From an optimization exercise on the open Yosys and OpenROAD flow, aimed at small area, a short achievable clock period and few clock cycles per item; shortcuts taken in it are not production practice.
Function was checked by simulation only, so behaviour that the tests miss may differ from the original.
Power figures rest on the tool's default switching activity, not on a simulated workload.

==> config.mk <==
export PLATFORM = sky130hd
export DESIGN_NAME = lseq_core
export DESIGN_NICKNAME = lseq_core
export VERILOG_FILES = /design/flow/design.v
export SDC_FILE = /design/flow/constraint.sdc
export NUM_CORES = 4
export LEC_CHECK = 0
export CAP_MARGIN = 20
export CORE_MARGIN = 2
export CORE_UTILIZATION = 40
export SLEW_MARGIN = 20
==> constraint.sdc <==
create_clock -name core_clock -period 10.0 [get_ports {clk}]
set_input_delay 2.0000 -clock core_clock [delete_from_list [all_inputs] [get_ports {clk}]]
set_output_delay 2.0000 -clock core_clock [all_outputs]
set_load 0.01 [all_outputs]
==> design.v <==
module lseq_core (
    input  wire         clk,
    input  wire         rst,
    input  wire         start,
    output wire         ready,
    output reg          done,
    output wire [9:0]   img_addr,
    input  wire [31:0]  img_data,
    input  wire [63:0]  in_bits,
    input  wire [255:0] w_in,
    input  wire [31:0]  ltime,
    output wire [63:0]  q_bits,
    output wire [127:0] w_out,
    output wire [31:0]  exec_cost
);
    localparam [7:0] OP_LD   = 8'h01, OP_LDN  = 8'h02, OP_AND  = 8'h03,
                     OP_ANDN = 8'h04, OP_OR   = 8'h05, OP_ORN  = 8'h06,
                     OP_XOR  = 8'h07, OP_ST   = 8'h08, OP_STN  = 8'h09,
                     OP_SET  = 8'h0A, OP_RST  = 8'h0B,
                     OP_ANDP = 8'h10, OP_ORP  = 8'h11, OP_POP  = 8'h12,
                     OP_TON  = 8'h20, OP_TOF  = 8'h21, OP_TP   = 8'h22,
                     OP_CU   = 8'h28, OP_CD   = 8'h29, OP_CR   = 8'h2A,
                     OP_RISE = 8'h30, OP_FALL = 8'h31,
                     OP_LW   = 8'h38, OP_SW   = 8'h39, OP_SUBW = 8'h3A,
                     OP_ABSW = 8'h3B,
                     OP_CEQ  = 8'h40, OP_CNE  = 8'h41, OP_CLT  = 8'h42,
                     OP_CGT  = 8'h43, OP_CLE  = 8'h44, OP_CGE  = 8'h45,
                     OP_JMP  = 8'h50, OP_JMPC = 8'h51, OP_END  = 8'hFF;
    localparam [3:0] AR_I = 4'h0, AR_Q = 4'h1, AR_F = 4'h2, AR_T = 4'h3,
                     AR_C = 4'h4, AR_E = 4'h5, AR_W = 4'h6, AR_K = 4'h7,
                     AR_S = 4'h8;
    reg         busy;         
    reg         tcyc;         
    reg         jcp;          
    reg [8:0]   seqa;         
    reg [8:0]   tgt;          
    reg         xv;           
    reg [7:0]   opc;          
    reg [3:0]   area;
    reg [7:0]   addr;
    reg [31:0]  wop;          
    reg         t_ge;         
    reg [31:0]  ltr;          
    reg         acc;
    reg [31:0]  wacc;
    reg [3:0]   sp;
    reg [1:0]   stk [0:15];   
    reg [12:0]  cost;
    reg         firstcold;
    reg [63:0]  q_img;
    reg [255:0] f_img;
    reg [31:0]  wo [0:3];
    reg [31:0]  t_start [0:7];
    reg [7:0]   t_q, t_prev, t_timing, t_seen;
    reg [31:0]  c_cv [0:7];
    reg [7:0]   c_uprev, c_useen, c_dprev, c_dseen;
    reg [15:0]  e_prev, e_seen;
    assign ready     = !busy;
    assign q_bits    = q_img;
    assign w_out     = {wo[3], wo[2], wo[1], wo[0]};
    assign exec_cost = {19'd0, cost};
    wire [7:0]  f_opc  = img_data[31:24];
    wire [3:0]  f_area = img_data[23:20];
    wire [19:0] f_addr = img_data[19:0];
    wire        f_end  = (f_opc == OP_END);
    wire        f_jmp  = (f_opc == OP_JMP);
    wire        f_jmpc = (f_opc == OP_JMPC);
    wire        f_tbl  = (f_opc == OP_TON || f_opc == OP_TOF || f_opc == OP_TP ||
                          f_opc == OP_CU) ||
                         ((f_opc == OP_LW || f_opc == OP_SUBW ||
                           (f_opc >= OP_CEQ && f_opc <= OP_CGE)) && f_area == AR_K) ||
                         (f_opc >= OP_LD && f_opc <= OP_XOR && f_area == AR_C);
    wire [8:0]  cur    = !busy ? 9'd0 : (jcp && acc) ? tgt : seqa;
    wire        fetch  = busy ? !tcyc : start;
    wire        xexec  = busy && xv && !tcyc;
    reg [9:0] tbl_addr;
    always @(*) begin
        if (opc == OP_TON || opc == OP_TOF || opc == OP_TP)
            tbl_addr = {7'b1100000, addr[2:0]};           
        else if (area == AR_C)
            tbl_addr = {7'b1100001, addr[2:0]};           
        else
            tbl_addr = {2'b10, addr[7:0]};                
    end
    assign img_addr = (busy && tcyc) ? tbl_addr : {1'b0, cur};
    wire        x_sw   = xexec && (opc == OP_SW);
    wire [31:0] f_wo   = (x_sw && addr[1:0] == f_addr[1:0]) ? wacc : wo[f_addr[1:0]];
    wire [31:0] f_wop  = f_addr[15] ? f_wo : w_in[f_addr[2:0]*32 +: 32];
    wire [2:0] t_n = addr[2:0];
    wire [2:0] c_n = addr[2:0];
    wire [3:0] e_n = addr[3:0];
    wire [31:0] cv    = c_cv[c_n];
    wire        c_ge  = ($signed(cv) >= $signed(wop));
    reg sbit;
    always @(*) begin
        case (addr[3:0])
            4'h0:    sbit = 1'b1;
            4'h2:    sbit = firstcold;
            default: sbit = 1'b0;
        endcase
    end
    reg bop;
    always @(*) begin
        case (area)
            AR_I:    bop = in_bits[addr[5:0]];
            AR_Q:    bop = q_img[addr[5:0]];
            AR_F:    bop = f_img[addr[7:0]];
            AR_T:    bop = t_q[t_n];
            AR_C:    bop = c_ge;
            AR_S:    bop = sbit;
            default: bop = 1'b0;
        endcase
    end
    wire [32:0] sub_full = {wacc[31], wacc} - {wop[31], wop};
    wire [31:0] sub_sat  = (sub_full[32] != sub_full[31]) ?
                           (sub_full[32] ? 32'h8000_0000 : 32'h7FFF_FFFF) : sub_full[31:0];
    wire [31:0] abs_sat  = (wacc == 32'h8000_0000) ? 32'h7FFF_FFFF :
                           (wacc[31] ? (32'd0 - wacc) : wacc);
    wire        w_eq = (wacc == wop);
    wire        w_lt = ($signed(wacc) < $signed(wop));
    wire        t_done = t_ge;
    wire        t_pz   = (wop == 32'd0);
    reg         tn_q, tn_timing, tn_load;
    reg         t_pe;
    always @(*) begin
        tn_q = 1'b0;
        tn_timing = t_timing[t_n];
        tn_load = 1'b0;
        if (opc == OP_TON)
            t_pe = t_seen[t_n] ? t_prev[t_n] : 1'b0;
        else
            t_pe = t_seen[t_n] ? t_prev[t_n] : acc;
        case (opc)
            OP_TON: begin
                if (acc && !t_pe) begin
                    tn_load = 1'b1;
                    tn_q = t_pz;
                end else if (acc) begin
                    tn_q = t_done;
                end
            end
            OP_TOF: begin
                if (acc) begin
                    tn_q = 1'b1;
                    tn_timing = 1'b0;
                end else if (t_pe) begin
                    tn_load = 1'b1;
                    tn_timing = 1'b1;
                    tn_q = !t_pz;
                end else if (t_timing[t_n]) begin
                    tn_q = !t_done;
                    if (t_done) tn_timing = 1'b0;
                end
            end
            default: begin  
                if (t_timing[t_n]) begin
                    tn_q = !t_done;
                    if (t_done) tn_timing = 1'b0;
                end else if (acc && !t_pe) begin
                    tn_load = 1'b1;
                    tn_timing = 1'b1;
                    tn_q = !t_pz;
                end
            end
        endcase
    end
    wire        cu_pe  = c_useen[c_n] ? c_uprev[c_n] : acc;
    wire        cd_pe  = c_dseen[c_n] ? c_dprev[c_n] : acc;
    wire        cu_up  = acc && !cu_pe;
    wire        cd_dn  = acc && !cd_pe;
    wire [31:0] cv_p1  = cv + 32'd1;
    wire [31:0] cv_inc = (cv == 32'h7FFF_FFFF) ? cv : cv_p1;
    wire [31:0] cv_dec = (cv == 32'h8000_0000) ? cv : cv - 32'd1;
    wire        cu_q   = c_ge || (cu_up && cv_p1 == wop);
    wire        cv_le0 = cv[31] || (cv == 32'd0);
    wire        cd_q   = cv_le0 || (cd_dn && cv == 32'd1);
    wire e_pe = e_seen[e_n] ? e_prev[e_n] : acc;
    reg [2:0] clocks;
    always @(*) begin
        case (opc)
            OP_TON, OP_TOF, OP_TP:  clocks = 3'd6;
            OP_CU, OP_CD, OP_CR:    clocks = 3'd5;
            OP_RISE, OP_FALL,
            OP_LW, OP_SW:           clocks = 3'd3;
            OP_ABSW:                clocks = 3'd1;
            default:                clocks = 3'd2;
        endcase
    end
    wire [31:0] t_el = ltr - t_start[t_n];
    always @(posedge clk) begin
        if (rst) begin
            busy <= 1'b0;
            done <= 1'b0;
        end else begin
            done <= fetch && f_end;
            if (fetch) begin
                if (f_end) busy <= 1'b0;
                else       busy <= 1'b1;
            end
        end
    end
    always @(posedge clk) begin
        if (fetch) begin
            opc  <= f_opc;
            area <= f_area;
            addr <= f_addr[7:0];
            xv   <= !f_end;
            tcyc <= f_tbl;
            jcp  <= f_jmpc;
            tgt  <= f_addr[8:0];
            seqa <= f_jmp ? f_addr[8:0] : cur + 9'd1;
            wop  <= f_wop;
        end else if (busy && tcyc) begin
            tcyc <= 1'b0;
            wop  <= img_data;
            t_ge <= (t_el >= img_data);
        end
        if (!busy && start)
            ltr <= ltime;
    end
    always @(posedge clk) begin
        if (rst) begin
            firstcold <= 1'b1;
        end else if (fetch && f_end) begin
            firstcold <= 1'b0;
        end
    end
    integer i;
    always @(posedge clk) begin
        if (rst) begin
            q_img     <= 64'd0;
            f_img     <= 256'd0;
            for (i = 0; i < 4; i = i + 1) wo[i] <= 32'd0;
            t_q       <= 8'd0;
            t_prev    <= 8'd0;
            t_timing  <= 8'd0;
            t_seen    <= 8'd0;
            for (i = 0; i < 8; i = i + 1) c_cv[i] <= 32'd0;
            c_uprev   <= 8'd0;
            c_useen   <= 8'd0;
            c_dprev   <= 8'd0;
            c_dseen   <= 8'd0;
            e_prev    <= 16'd0;
            e_seen    <= 16'd0;
        end else if (!busy) begin
            if (start) begin
                acc   <= 1'b0;
                wacc  <= 32'd0;
                sp    <= 4'd0;
                cost  <= 13'd2404;
            end
        end else if (xexec) begin
            cost <= cost + {10'd0, clocks};
            case (opc)
                OP_LD:   acc <= bop;
                OP_LDN:  acc <= !bop;
                OP_AND:  acc <= acc & bop;
                OP_ANDN: acc <= acc & !bop;
                OP_OR:   acc <= acc | bop;
                OP_ORN:  acc <= acc | !bop;
                OP_XOR:  acc <= acc ^ bop;
                OP_ST, OP_STN, OP_SET, OP_RST: begin
                    if (opc == OP_ST || opc == OP_STN || acc) begin
                        if (area == AR_Q)
                            q_img[addr[5:0]] <= (opc == OP_ST) ? acc :
                                                (opc == OP_STN) ? !acc :
                                                (opc == OP_SET);
                        else
                            f_img[addr[7:0]] <= (opc == OP_ST) ? acc :
                                                (opc == OP_STN) ? !acc :
                                                (opc == OP_SET);
                    end
                end
                OP_ANDP, OP_ORP: begin
                    stk[sp] <= {acc, (opc == OP_ORP)};
                    sp  <= sp + 4'd1;
                    acc <= (opc == OP_ANDP);
                end
                OP_POP: begin
                    sp  <= sp - 4'd1;
                    acc <= stk[sp - 4'd1][0] ? (stk[sp - 4'd1][1] | acc)
                                             : (stk[sp - 4'd1][1] & acc);
                end
                OP_TON, OP_TOF, OP_TP: begin
                    t_q[t_n]      <= tn_q;
                    t_timing[t_n] <= tn_timing;
                    t_prev[t_n]   <= acc;
                    t_seen[t_n]   <= 1'b1;
                    if (tn_load) t_start[t_n] <= ltr;
                    acc <= tn_q;
                end
                OP_CU: begin
                    if (cu_up) c_cv[c_n] <= cv_inc;
                    c_uprev[c_n] <= acc;
                    c_useen[c_n] <= 1'b1;
                    acc <= cu_q;
                end
                OP_CD: begin
                    if (cd_dn) c_cv[c_n] <= cv_dec;
                    c_dprev[c_n] <= acc;
                    c_dseen[c_n] <= 1'b1;
                    acc <= cd_q;
                end
                OP_CR: begin
                    if (acc) c_cv[c_n] <= 32'd0;
                end
                OP_RISE, OP_FALL: begin
                    e_prev[e_n] <= acc;
                    e_seen[e_n] <= 1'b1;
                    acc <= (opc == OP_RISE) ? (acc & !e_pe) : (!acc & e_pe);
                end
                OP_LW:   wacc <= wop;
                OP_SW:   wo[addr[1:0]] <= wacc;
                OP_SUBW: wacc <= sub_sat;
                OP_ABSW: wacc <= abs_sat;
                OP_CEQ:  acc <= w_eq;
                OP_CNE:  acc <= !w_eq;
                OP_CLT:  acc <= w_lt;
                OP_CGT:  acc <= !w_lt && !w_eq;
                OP_CLE:  acc <= w_lt || w_eq;
                OP_CGE:  acc <= !w_lt;
                default: ;
            endcase
        end
    end
endmodule
==> run.sh <==
#!/bin/bash
# synth_recipe.tcl (not shown) runs the flow's synth.tcl, then flattens the netlist and writes it again
# the make line also repeats each setting of config.mk as NAME=value (left out here)
make -C /OpenROAD-flow-scripts/flow DESIGN_CONFIG=/design/flow/config.mk WORK_HOME=/design/flow/orfs CLKGATE_MAP_FILE= SYNTH_SCRIPT=/design/flow/synth_recipe.tcl finish
==> results.yml, run 1 <==
status:
  status: "complete, no violations"
cts:
  cts_resized: 0
  post_cts_buffers: 0
  max-clock-path-buffers: 3
  cts_root_buf: "clkbuf_16"
  cts_buffers: 139
  clock_latency_ns: 0.81
  cts_tree: "done"
  clk_pin_slew_worst_paths_ns: 0.06
  clock-sinks: 1242
  ctsHtreeMaxLevel: 4
  postCtsHoldBufs: 0
critical_path:
  required_ns: 10.55
  r2r_slack_ns: 3.41
  reg2regPathDepth: 25
  crit_path_max_fanout: 33
  worstSetupPathType: "reg2reg"
  cp-start-kind: "register"
  cp_top_family: "compound AO/OA/AOI/OAI gates"
  cpMaxStageDelayCell: "a2111oi_0"
  endpoint: "t_ge"
  max_stage_delay_ns: 0.84
  r2r-end: "t_ge"
  path_buf_inv: 1
  cp.depth: 25
  cp-end-kind: "register"
  cp_data_arrival_time_ns: 7.14
grt:
  grt_max_degree: 106
  grt_pass1_wl_mm: 385
  grt_usage_pct: 31.2
  grt_overflow: 0
  grt_pass1_vias: 53415
  antenna_found_initial: 27
cells_and_area:
  final_common_cell: "nand2_1"
  final_cell_mix: "nand2_1 (829), edfxtp_1 (820), a21oi_1 (632), nor2_1 (622), clkdlybuf4s50_1 (599)"
  fin_util_pct: 48.1
  nets: 7367
  area_growth_pct: 19.5
  drive_gt1_share_pct: 11.0
placed_design:
  dp_hpwl_mm: 193
  gp_congestion: 0.960
  port_buffers: 603
timing:
  holdWs_ns: 0.444
  tns_ns: 0
  fin_crit_ns: 6.59
  fmax_mhz: 152
  finalSetupViolCount: 0
  worstMarginPinSlew_ns: 1.12
  rsz0062_at_grt: "false"
  hold_viol: 0
  fin_skew_ns: 0.0455
  maxSlewViolCount: 0
  post-route-period-util_pct: 65.9
  slew_headroom_pct: 23.4
drt:
  via_count: 56928
  postRouteAntennaNets: 0
  drtIter0Drc: 8062
  drc: 0
  drtPass1Iterations: 6
  post_drt_wl_per_cell_um: 29.8
  via_per_inst: 6.23
  wirelength_mm: 273
floorplan:
  die_h_um: 411
  die_area_um2: 169000
  num_rows: 149
  design.core.area_um2: 165000
  die_x_um: 411
  start_util_pct: 40.2
  io-pin-count: 623
logic_synthesis:
  synth_edf_count: 820
  yosys.area_share.simple_pct: 15.2
  synth_fa_ha_area_share_pct: 2.88
  synth_async_sr_flop_share_pct: 0
  synth-warning-count: 1
  synth_area_per_cell_um2: 10.4
  synth_mux_area_share_pct: 13.2
  syn-cell-area_um2: 66300
  yosys_register_bits: 1242
  synth_xor_area_share_pct: 1.94
  ys_types: 101
  synthCells: 6376
  synth_compound_area_share_pct: 13.1
  yosys_most_used_dff: "edfxtp_1"
  synth_top_family_by_area: "simple AND/OR/NAND/NOR gates"
  ys_seq_area_share_pct: 49.9
power_and_ir_drop:
  vdd_drop_max_mv: 0.205
  powerDensity_nw_per_um2: 170
  p_leak_nw: 27.4
hold_path:
  hold_class: "reg2reg"
  holdCritStartpoint: "e_seen[14]"
job:
  maxCapViolCount: 0
==> per-stage QoR <==
stage | cells | instance area (µm²) | worst slack, ns | total power [W]
finish | 9145 | 79200 | 3.41 | 0.0134
global route | 9139 | 79200 | 2.75 | 0.0138
CTS | 9123 | 79100 | 3.38 | 0.0134
detailed placement | 8877 | 74500 | 3.43 | 0.00824
global placement | 8877 | 74500 | 3.23 | 0.00822
floorplan | 6394 | 66400 | 2.98 | 0.00724
==> flip-flops by register name, summed over array words and instances, names as in the netlist, 32 cells and up, named ones only <==
signal and count:
q_img 64, ltr 32, t_start 256, wop 32, wacc 32, stk 32, f_img 256, c_cv 256
wo 128
==> synthesized netlist by cell type (all sizes together) (8+ instances only) <==
cell type  number  share of area (%)
o21bai         10               0.11
clkbuf        331                1.9
xor2           37               0.49
nand2         833                4.7
nor3           95               0.72
o22ai          21               0.21
o21ai         472                3.6
o21a           12               0.14
and3          122                1.2
nand3         234                1.8
a2111oi        15               0.24
o2bb2ai         9               0.12
buf           115               0.97
ha            147                2.8
and4           15               0.20
or3            23               0.22
edfxtp        820                 37
o211ai         24               0.27
a21oi         634                4.8
mux4          289                9.9
o31ai          14               0.16
nor2b          32               0.30
and2           52               0.49
nor2          643                3.6
nand4          63               0.59
a22oi          36               0.41
nor4           40               0.39
inv           144               0.82
mux2i         172                2.7
a21o           47               0.53
nand2b         39               0.37
xnor2         110                1.5
dfxtp         422                 13
o221ai         11               0.15
or2            13               0.12
a221oi         31               0.41
a32oi          14               0.18
o2111ai        15               0.20
nand3b          8              0.091
a211oi         29               0.33
nor4b          10               0.15
a31oi          26               0.29
mux2           42               0.71
==> final cells by class <==
type	count	area, µm²
fillers	15167	85600
flip-flops and latches	1242	33100
multi-input cells	4555	31100
repair buffers	742	7100
clock buffers	185	3780
well taps	2189	2740
clock inverters	61	816
inverters	150	564
diodes	21	52.6
==> worst reg2reg max path: cells and delay by family (launching register included) <==
family	cells	cell delay, ns
DFF	1	0.78
AOI/OAI and AO/OA	11	2.51
adders and majority gates	2	0.59
muxes	2	0.73
xor gates and xnor gates	1	0.15
and+or+nand+nor	8	0.98
buffers and inverters	1	0.59
==> power breakdown <==
group / switching (W) / total (W) / internal (W)
Combinational: 0.00153 / 0.00246 / 0.000922
Clock: 0.00227 / 0.00522 / 0.00294
Sequential: 0.000179 / 0.00576 / 0.00558
==> layer usage <==
layer	vias to the layer above	global-route usage (%)	share of wire (%)	routed length [µm]
li1	24465	-	-	-
met1	28270	43.5	40	110000
met2	3561	44.7	43	117000
met3	626	9.92	12	33900
met4	6	12.4	4.3	11800
met5	-	1.02	0.016	44
==> worst min path at each step <==
stage	end	cells after the start	slack, ns
after floorplan	e_seen[14]	2	0.42
after global placement	c_dseen[0]	2	0.43
after detailed placement	e_seen[14]	2	0.44
after CTS	e_seen[14]	2	0.44
after global routing	f_img[196]	2	0.47
final	e_seen[14]	2	0.44
==> cells by family (layout without fill, tap and decap cells) <==
kind of cell,Yosys count,after routing
buffers and inverters,597,1138
adder cells (fa/ha/maj),151,151
other,1,40
flip-flops,1242,1242
multiplexers,503,503
AO/OA/AOI/OAI,1489,1489
XOR/XNOR,147,147
AND/OR/NAND/NOR,2246,2246
Testbench counts, summed over its fixed seeds: cycles 145,925, items 1,920.
==> run 2: changes to the inputs <==
--- a/design.v
+++ b/design.v
@@ -55,6 +55,60 @@
     reg [31:0]  c_cv [0:7];
     reg [7:0]   c_uprev, c_useen, c_dprev, c_dseen;
     reg [15:0]  e_prev, e_seen;
+    function [32:0] padd(input [31:0] a, input [31:0] b, input cin);
+        reg [31:0] g, p, gn, pn;
+        integer i, d;
+        begin
+            g = a & b;
+            p = a | b;
+            for (d = 1; d < 32; d = d * 2) begin
+                for (i = 0; i < 32; i = i + 1) begin
+                    if (i >= d) begin
+                        gn[i] = g[i] | (p[i] & g[i-d]);
+                        pn[i] = p[i] & p[i-d];
+                    end else begin
+                        gn[i] = g[i];
+                        pn[i] = p[i];
+                    end
+                end
+                g = gn;
+                p = pn;
+            end
+            g = g | (p & {32{cin}});
+            padd = {g[31], (a ^ b) ^ {g[30:0], cin}};
+        end
+    endfunction
+    function [31:0] pand(input [31:0] a);
+        reg [31:0] m, mn;
+        integer i, d;
+        begin
+            m = {a[30:0], 1'b1};
+            for (d = 1; d < 32; d = d * 2) begin
+                for (i = 0; i < 32; i = i + 1)
+                    mn[i] = (i >= d) ? (m[i] & m[i-d]) : m[i];
+                m = mn;
+            end
+            pand = m;
+        end
+    endfunction
+    function [31:0] pinc(input [31:0] a);
+        pinc = a ^ pand(a);
+    endfunction
+    function [31:0] pdec(input [31:0] a);
+        pdec = a ^ pand(~a);
+    endfunction
+    function uge(input [31:0] a, input [31:0] b);
+        reg [32:0] s;
+        begin
+            s = padd(a, ~b, 1'b1);
+            uge = s[32];
+        end
+    endfunction
+    function sge(input [31:0] a, input [31:0] b);
+        begin
+            sge = uge({!a[31], a[30:0]}, {!b[31], b[30:0]});
+        end
+    endfunction
     assign ready     = !busy;
     assign q_bits    = q_img;
     assign w_out     = {wo[3], wo[2], wo[1], wo[0]};
@@ -71,6 +125,8 @@
                            (f_opc >= OP_CEQ && f_opc <= OP_CGE)) && f_area == AR_K) ||
                          (f_opc >= OP_LD && f_opc <= OP_XOR && f_area == AR_C);
     wire [8:0]  cur    = !busy ? 9'd0 : (jcp && acc) ? tgt : seqa;
+    wire [31:0] cur_i  = pinc({23'd0, cur});
+    wire [8:0]  cur_p1 = cur_i[8:0];
     wire        fetch  = busy ? !tcyc : start;
     wire        xexec  = busy && xv && !tcyc;
     reg [9:0] tbl_addr;
@@ -90,7 +146,7 @@
     wire [2:0] c_n = addr[2:0];
     wire [3:0] e_n = addr[3:0];
     wire [31:0] cv    = c_cv[c_n];
-    wire        c_ge  = ($signed(cv) >= $signed(wop));
+    wire        c_ge  = sge(cv, wop);
     reg sbit;
     always @(*) begin
         case (addr[3:0])
@@ -111,13 +167,15 @@
             default: bop = 1'b0;
         endcase
     end
-    wire [32:0] sub_full = {wacc[31], wacc} - {wop[31], wop};
-    wire [31:0] sub_sat  = (sub_full[32] != sub_full[31]) ?
-                           (sub_full[32] ? 32'h8000_0000 : 32'h7FFF_FFFF) : sub_full[31:0];
+    wire [32:0] sub_c    = padd(wacc, ~wop, 1'b1);
+    wire [31:0] sub_s    = sub_c[31:0];
+    wire        sub_ov   = (wacc[31] != wop[31]) && (sub_s[31] != wacc[31]);
+    wire [31:0] sub_sat  = sub_ov ? (wacc[31] ? 32'h8000_0000 : 32'h7FFF_FFFF) : sub_s;
+    wire [31:0] neg_w    = pinc(~wacc);
     wire [31:0] abs_sat  = (wacc == 32'h8000_0000) ? 32'h7FFF_FFFF :
-                           (wacc[31] ? (32'd0 - wacc) : wacc);
+                           (wacc[31] ? neg_w : wacc);
     wire        w_eq = (wacc == wop);
-    wire        w_lt = ($signed(wacc) < $signed(wop));
+    wire        w_lt = sub_s[31] ^ sub_ov;
     wire        t_done = t_ge;
     wire        t_pz   = (wop == 32'd0);
     reg         tn_q, tn_timing, tn_load;
@@ -168,9 +226,9 @@
     wire        cd_pe  = c_dseen[c_n] ? c_dprev[c_n] : acc;
     wire        cu_up  = acc && !cu_pe;
     wire        cd_dn  = acc && !cd_pe;
-    wire [31:0] cv_p1  = cv + 32'd1;
+    wire [31:0] cv_p1  = pinc(cv);
     wire [31:0] cv_inc = (cv == 32'h7FFF_FFFF) ? cv : cv_p1;
-    wire [31:0] cv_dec = (cv == 32'h8000_0000) ? cv : cv - 32'd1;
+    wire [31:0] cv_dec = (cv == 32'h8000_0000) ? cv : pdec(cv);
     wire        cu_q   = c_ge || (cu_up && cv_p1 == wop);
     wire        cv_le0 = cv[31] || (cv == 32'd0);
     wire        cd_q   = cv_le0 || (cd_dn && cv == 32'd1);
@@ -186,7 +244,9 @@
             default:                clocks = 3'd2;
         endcase
     end
-    wire [31:0] t_el = ltr - t_start[t_n];
+    wire [32:0] cost_n = padd({19'd0, cost}, {29'd0, clocks}, 1'b0);
+    wire [32:0] t_elc = padd(ltr, ~t_start[t_n], 1'b1);
+    wire [31:0] t_el  = t_elc[31:0];
     always @(posedge clk) begin
         if (rst) begin
             busy <= 1'b0;
@@ -208,12 +268,12 @@
             tcyc <= f_tbl;
             jcp  <= f_jmpc;
             tgt  <= f_addr[8:0];
-            seqa <= f_jmp ? f_addr[8:0] : cur + 9'd1;
+            seqa <= f_jmp ? f_addr[8:0] : cur_p1;
             wop  <= f_wop;
         end else if (busy && tcyc) begin
             tcyc <= 1'b0;
             wop  <= img_data;
-            t_ge <= (t_el >= img_data);
+            t_ge <= uge(t_el, img_data);
         end
         if (!busy && start)
             ltr <= ltime;
@@ -250,7 +310,7 @@
                 cost  <= 13'd2404;
             end
         end else if (xexec) begin
-            cost <= cost + {10'd0, clocks};
+            cost <= cost_n[12:0];
             case (opc)
                 OP_LD:   acc <= bop;
                 OP_LDN:  acc <= !bop;
--- a/config.mk
+++ b/config.mk
@@ -8,4 +8,5 @@
 export CAP_MARGIN = 20
 export CORE_MARGIN = 2
 export CORE_UTILIZATION = 40
+export SETUP_SLACK_MARGIN = 4
 export SLEW_MARGIN = 20
==> results.yml, run 2 <==
timing:
  fin_crit_ns: 5.84
  slew_headroom_pct: 22.5
  worstMarginPinSlew_ns: 1.14
  maxSlewViolCount: 0
  tns_ns: 0
  hold_viol: 0
  finalSetupViolCount: 0
  fin_skew_ns: 0.0495
  fmax_mhz: 171
  rsz0062_at_grt: "true"
  holdWs_ns: 0.451
  post-route-period-util_pct: 58.4
logic_synthesis:
  synth_most_common_cell: "nand2_1"
  ys_types: 110
  syn-cell-area_um2: 67100
  synth-warning-count: 1
  synth_common_cells: "nand2_1 (948), edfxtp_1 (820), a21oi_1 (660), nor2_1 (589), o21ai_0 (475)"
  yosys_register_bits: 1242
  synth_async_sr_flop_share_pct: 0
  synth_area_per_cell_um2: 10.2
  synthCells: 6583
  yosysTopAreaCellShare_pct: 36.7
  synth_edf_count: 820
  ys_seq_area_share_pct: 49.3
  synth.area.top_cells: "edfxtp_1 (37%), dfxtp_1 (13%), mux4_2 (9.3%)"
  yosysTopAreaCell: "edfxtp_1"
  yosys_most_used_dff: "edfxtp_1"
drt:
  drc: 0
  drtPass1Iterations: 6
  wirelength_mm: 266
  postRouteAntennaNets: 0
  via_per_inst: 6.15
  via_count: 57426
  post_drt_wl_per_cell_um: 28.5
  drtIter0Drc: 7790
cts:
  clock_latency_ns: 0.80
  cts_root_buf: "clkbuf_16"
  cts_tree: "done"
  ctsHtreeMaxLevel: 4
  clk_pin_slew_worst_paths_ns: 0.06
  cts_buffers: 138
  clock-sinks: 1242
  max-clock-path-buffers: 3
floorplan:
  io-pin-count: 623
  num_rows: 150
  die_x_um: 413
  die_h_um: 413
  design.core.area_um2: 167000
  die_area_um2: 171000
  start_util_pct: 40.2
grt:
  grt_pass1_vias: 54537
  grt_pass1_wl_mm: 379
  grt_max_degree: 207
  grt_overflow: 0
  grt_usage_pct: 30.1
  antenna_found_initial: 20
cells_and_area:
  top_regs: "c_cv x256, f_img x256, t_start x256"
  area_growth_pct: 19.2
  nets: 7549
  fillers: 15318
  final_cell_mix: "nand2_1 (948), edfxtp_1 (820), a21oi_1 (660), clkdlybuf4s50_1 (598), nor2_1 (573)"
  final_common_cell: "nand2_1"
  fin_area_um2: 79900
  drive_gt1_share_pct: 11.5
  fin_util_pct: 47.9
placed_design:
  placed_cell_area_um2: 75200
  port_buffers: 603
  dp_hpwl_mm: 184
  gp_congestion: 0.988
status:
  status: "complete, no violations"
power_and_ir_drop:
  p_seq_share_pct: 42.9
  p_sw_w: 0.00391
  switching_share_pct: 29.2
  pwr-share-clk_pct: 39.2
  p_total_w: 0.0134
  internal_power_w: 0.00948
  powerDensity_nw_per_um2: 168
  vdd_drop_max_mv: 0.207
  p_leak_nw: 27.5
  p_comb_share_pct: 17.9
critical_path:
  cp_data_arrival_time_ns: 3.84
  worstSetupPathType: "reg2out"
  cp-end-kind: "output pin"
  crit_path_max_fanout: 19
  cp-start-kind: "register"
  required_ns: 8.00
job:
  maxCapViolCount: 0
hold_path:
  hold_class: "reg2reg"
run 2: power by group through the flow:
stage | Sequential, W | Combinational (W) | Clock (W)
finish | 0.00575 | 0.00239 | 0.00525
global route | 0.00576 | 0.00253 | 0.00548
CTS | 0.00575 | 0.00234 | 0.00527
detailed placement | 0.00586 | 0.00233 | 0
global placement | 0.00585 | 0.00232 | 0
floorplan | 0.00576 | 0.00148 | 0
run 2: what timing repair did:
action	4_1_cts	5_1_grt
endpoints found under the setup margin	6	35
pin swaps	0	1
gates resized for setup	3	6
setup buffers	0	3
hold buffers	0	0
run 2: routing by layer:
layer  vias to the layer above  GRT usage (%)  wire (µm)  share of wire (%)
met5                         -              0        153              0.057
met1                     28531           41.2     106000                 40
met3                       577           7.40      28700                 11
met2                      3396           45.7     119000                 45
li1                      24900              -          -                  -
met4                        22           12.3      11800                4.4
run 2: layout make-up:
| type | count | area [µm²] | area share (%) |
|---|---|---|---|
| clock buffer | 175 | 3680 | 4.61 |
| sequential | 1242 | 33100 | 41.4 |
| timing repair buffer | 734 | 7100 | 8.89 |
| tap | 2204 | 2760 | 3.45 |
| antenna | 4 | 10.0 | 0.0125 |
| inverter | 221 | 830 | 1.04 |
| multi-input combinational | 4677 | 31500 | 39.4 |
| clock inverter | 74 | 968 | 1.21 |
run 2: worst max-delay path, stage by stage, from the launching register on:
cell and delay [ns]:
edfxtp_1 0.89, nand2_1 0.39, a21o_1 0.28, nor2_1 0.29
nand2_1 0.09, o21ai_0 0.41, clkdlybuf4s50_1 0.70
run 2: cells by family after synthesis:
group,Yosys count,synth area share [%]
mux,432,11.9
fa+ha+maj,158,2.93
compound gates,1523,13.3
buf+inv,682,4.24
flops,1242,49.3
simple gates,2360,15.9
other cells,1,0.00559
xor+xnor,185,2.42
run 2: metrics by stage:
step | worst slack, ns | instances
finish | 4.16 | 9331
global route | 3.98 | 9327
CTS | 3.89 | 9324
detailed placement | 3.71 | 9075
global placement | 3.74 | 9074
floorplan | 4.04 | 6601
run 2: worst paths after layout:
check / to / from / slack (ns) / cells after the start
worst max register to register: acc / wop[0] / 4.35 / 24
worst min register to register: e_seen[14] / e_seen[14] / 0.45 / 2
worst min-delay path: e_seen[14] / e_seen[14] / 0.45 / 2
worst max-delay path: img_addr[4] / opc[1] / 4.16 / 6
Testbench counts of run 2, summed over its fixed seeds: cycles 145,925, items 1,920.
==> run 3: changes to the inputs <==
--- a/config.mk
+++ b/config.mk
@@ -8,5 +8,4 @@
 export CAP_MARGIN = 20
 export CORE_MARGIN = 2
 export CORE_UTILIZATION = 40
-export SETUP_SLACK_MARGIN = 4
 export SLEW_MARGIN = 20
==> results.yml, run 3 <==
timing:
  fmax_mhz: 159
  finalSetupViolCount: 0
  fin_skew_ns: 0.0506
  maxSlewViolCount: 0
  tns_ns: 0
  rsz0062_at_grt: "false"
  post-route-period-util_pct: 62.7
  fin_crit_ns: 6.27
  worstMarginPinSlew_ns: 1.28
  hold_viol: 0
  slew_headroom_pct: 13.7
critical_path:
  cp-start-kind: "register"
  crit_path_max_fanout: 10
  r2r_slack_ns: 3.73
  crit_path_frequent_cell: "a31oi_1"
  path_buf_inv: 1
  cp_data_arrival_time_ns: 6.76
  cpMaxStageDelayCell: "o31ai_1"
  required_ns: 10.49
  worstSetupPathType: "reg2reg"
  cp-end-kind: "register"
  cp_top_family: "compound AO/OA/AOI/OAI gates"
  max_stage_delay_ns: 0.56
job:
  maxCapViolCount: 0
logic_synthesis:
  synth-warning-count: 1
  syn-cell-area_um2: 67100
  synth_most_common_cell: "nand2_1"
  synth_common_cells: "nand2_1 (948), edfxtp_1 (820), a21oi_1 (660), nor2_1 (589), o21ai_0 (475)"
  synth.area.top_cells: "edfxtp_1 (37%), dfxtp_1 (13%), mux4_2 (9.3%)"
  synth_async_sr_flop_share_pct: 0
  synth_area_per_cell_um2: 10.2
  yosys_most_used_dff: "edfxtp_1"
  synthCells: 6583
  yosysTopAreaCellShare_pct: 36.7
  yosys_register_bits: 1242
  ys_seq_area_share_pct: 49.3
  ys_types: 110
  synth_edf_count: 820
  yosysTopAreaCell: "edfxtp_1"
power_and_ir_drop:
  internal_power_w: 0.00954
  p_sw_w: 0.00392
  vdd_drop_max_mv: 0.189
  powerDensity_nw_per_um2: 168
  p_leak_nw: 27.5
  pwr-share-clk_pct: 39.4
  switching_share_pct: 29.1
  p_comb_share_pct: 17.8
  p_seq_share_pct: 42.8
cells_and_area:
  drive_gt1_share_pct: 11.4
  final_cell_mix: "nand2_1 (948), edfxtp_1 (820), a21oi_1 (660), clkdlybuf4s50_1 (598), nor2_1 (572)"
  final_common_cell: "nand2_1"
  nets: 7548
  fillers: 15288
  top_regs: "c_cv x256, f_img x256, t_start x256"
  area_growth_pct: 19.2
  fin_cells: 9336
cts:
  clock_latency_ns: 0.80
  max-clock-path-buffers: 3
  cts_resized: 0
  postCtsHoldBufs: 0
  cts_tree: "done"
  clk_pin_slew_worst_paths_ns: 0.06
  clock-sinks: 1242
  cts_buffers: 139
  cts_root_buf: "clkbuf_16"
  ctsHtreeMaxLevel: 4
  post_cts_buffers: 0
grt:
  grt_pass1_wl_mm: 381
  grt_max_degree: 215
  antenna_found_initial: 15
  grt_pass1_vias: 54571
  grt_overflow: 0
  grt_usage_pct: 30.2
floorplan:
  start_util_pct: 40.2
  die_h_um: 413
  num_rows: 150
  die_area_um2: 171000
  io-pin-count: 623
  die_x_um: 413
  design.core.area_um2: 167000
drt:
  wirelength_mm: 267
  postRouteAntennaNets: 0
  via_per_inst: 6.16
  drc: 0
  drtIter0Drc: 7485
  drtPass1Iterations: 7
  via_count: 57548
  post_drt_wl_per_cell_um: 28.6
placed_design:
  dp_hpwl_mm: 185
  gp_congestion: 0.970
  dp_cells: 9076
  port_buffers: 603
status:
  status: "complete, no violations"
hold_path:
  hold_class: "reg2reg"
[run 3: changes by cell type in the layout (fill, tap and decap cells not counted), moves of 4 or more]
cell	before	now
inv_6	1	6
buf_6	5	1
clkinv_16	9	5
clkinv_2	24	15
[run 3: metal layers]
metal	wire (µm)	vias up	GRT usage [%]	share of wire, %
met5	112	-	0	0.042
met2	118000	3501	45.4	44
met1	106000	28543	41.1	40
li1	-	24881	-	-
met4	12600	18	13.2	4.7
met3	29700	605	7.94	11
[run 3: area by class of cell]
cell class	instances	area [µm²]	area share, %
Antenna cell	5	12.5	0.0157
Sequential cell	1242	33100	41.4
Tap cell	2204	2760	3.45
Clock inverter	77	966	1.21
Multi-Input combinational cell	4677	31500	39.4
Inverter	221	830	1.04
Timing Repair Buffer	732	7070	8.85
Clock buffer	178	3730	4.67
[run 3: cell families after synthesis]
group           Yosys count  synth area share (%)
other cells               1               0.00559
flops                  1242                  49.3
mux                     432                  11.9
compound gates         1523                  13.3
simple gates           2360                  15.9
xor+xnor                185                  2.42
fa+ha+maj               158                  2.93
buf+inv                 682                  4.24
[run 3: final timing paths]
| path | start | to | depth (start not counted) |
|---|---|---|---|
| hold reg to reg | e_seen[6] | e_seen[6] | 2 |
| hold / removal | e_seen[6] | e_seen[6] | 2 |
| setup / recovery | wacc[0] | acc | 25 |
| setup reg to reg | wacc[0] | acc | 25 |
[run 3: worst min-delay path, delay by kind of cell, from the launching register on]
| family | cells | cell delay [ns] |
|---|---|---|
| flops | 1 | 0.31 |
| buf+inv | 1 | 0.05 |
| compound gates | 1 | 0.05 |
[run 3: power groups by stage]
stage / clock [W] / combinational (W) / sequential (W)
CTS: 0.00534 / 0.00235 / 0.00576
finish: 0.00530 / 0.00239 / 0.00577
floorplan: 0 / 0.00148 / 0.00576
detailed placement: 0 / 0.00234 / 0.00587
global placement: 0 / 0.00233 / 0.00586
global route: 0.00554 / 0.00253 / 0.00577
[run 3: through the flow]
stage	utilization (%)	area, µm²	setup WS [ns]	power [W]	hold slack, ns
6_report	47.9	79900	3.73	0.0135	0.448
4_1_cts	47.9	79900	3.74	0.0134	0.448
3_5_place_dp	45.1	75200	3.76	0.00821	0.439
5_1_grt	47.9	79900	3.16	0.0138	0.468
2_1_floorplan	-	67100	3.79	0.00724	0.425
3_3_place_gp	45.1	75200	3.75	0.00819	0.436

==> what the ideal ports hide <==
The results above use ideal ports. As a check the final layouts listed here were re-extracted and re-timed, cells and wires unchanged. Step 1: set_driving_cell puts a clkbuf_16 on clk and a buf_2 on each other input, an assumption about the parent block. Step 2 also shifts input and output timing later by t, the mid clock arrival at the registers, as if the neighbouring blocks saw the same clock. a / b / c = ideal / step 1 / step 2; a / b = the first two.
run	t (ns)	setup WS [ns]	slew at the worst register clock pin (ns)	pins driven straight from the clock port
run 1	0.875	3.409 / 3.377 / 3.409	0.07 / 0.07	1
run 2	0.865	4.164 / 4.083 / 4.223	0.07 / 0.07	1
run 3	0.862	3.727 / 3.727 / 3.727	0.07 / 0.07	1
After both steps every run listed still meets setup and hold.
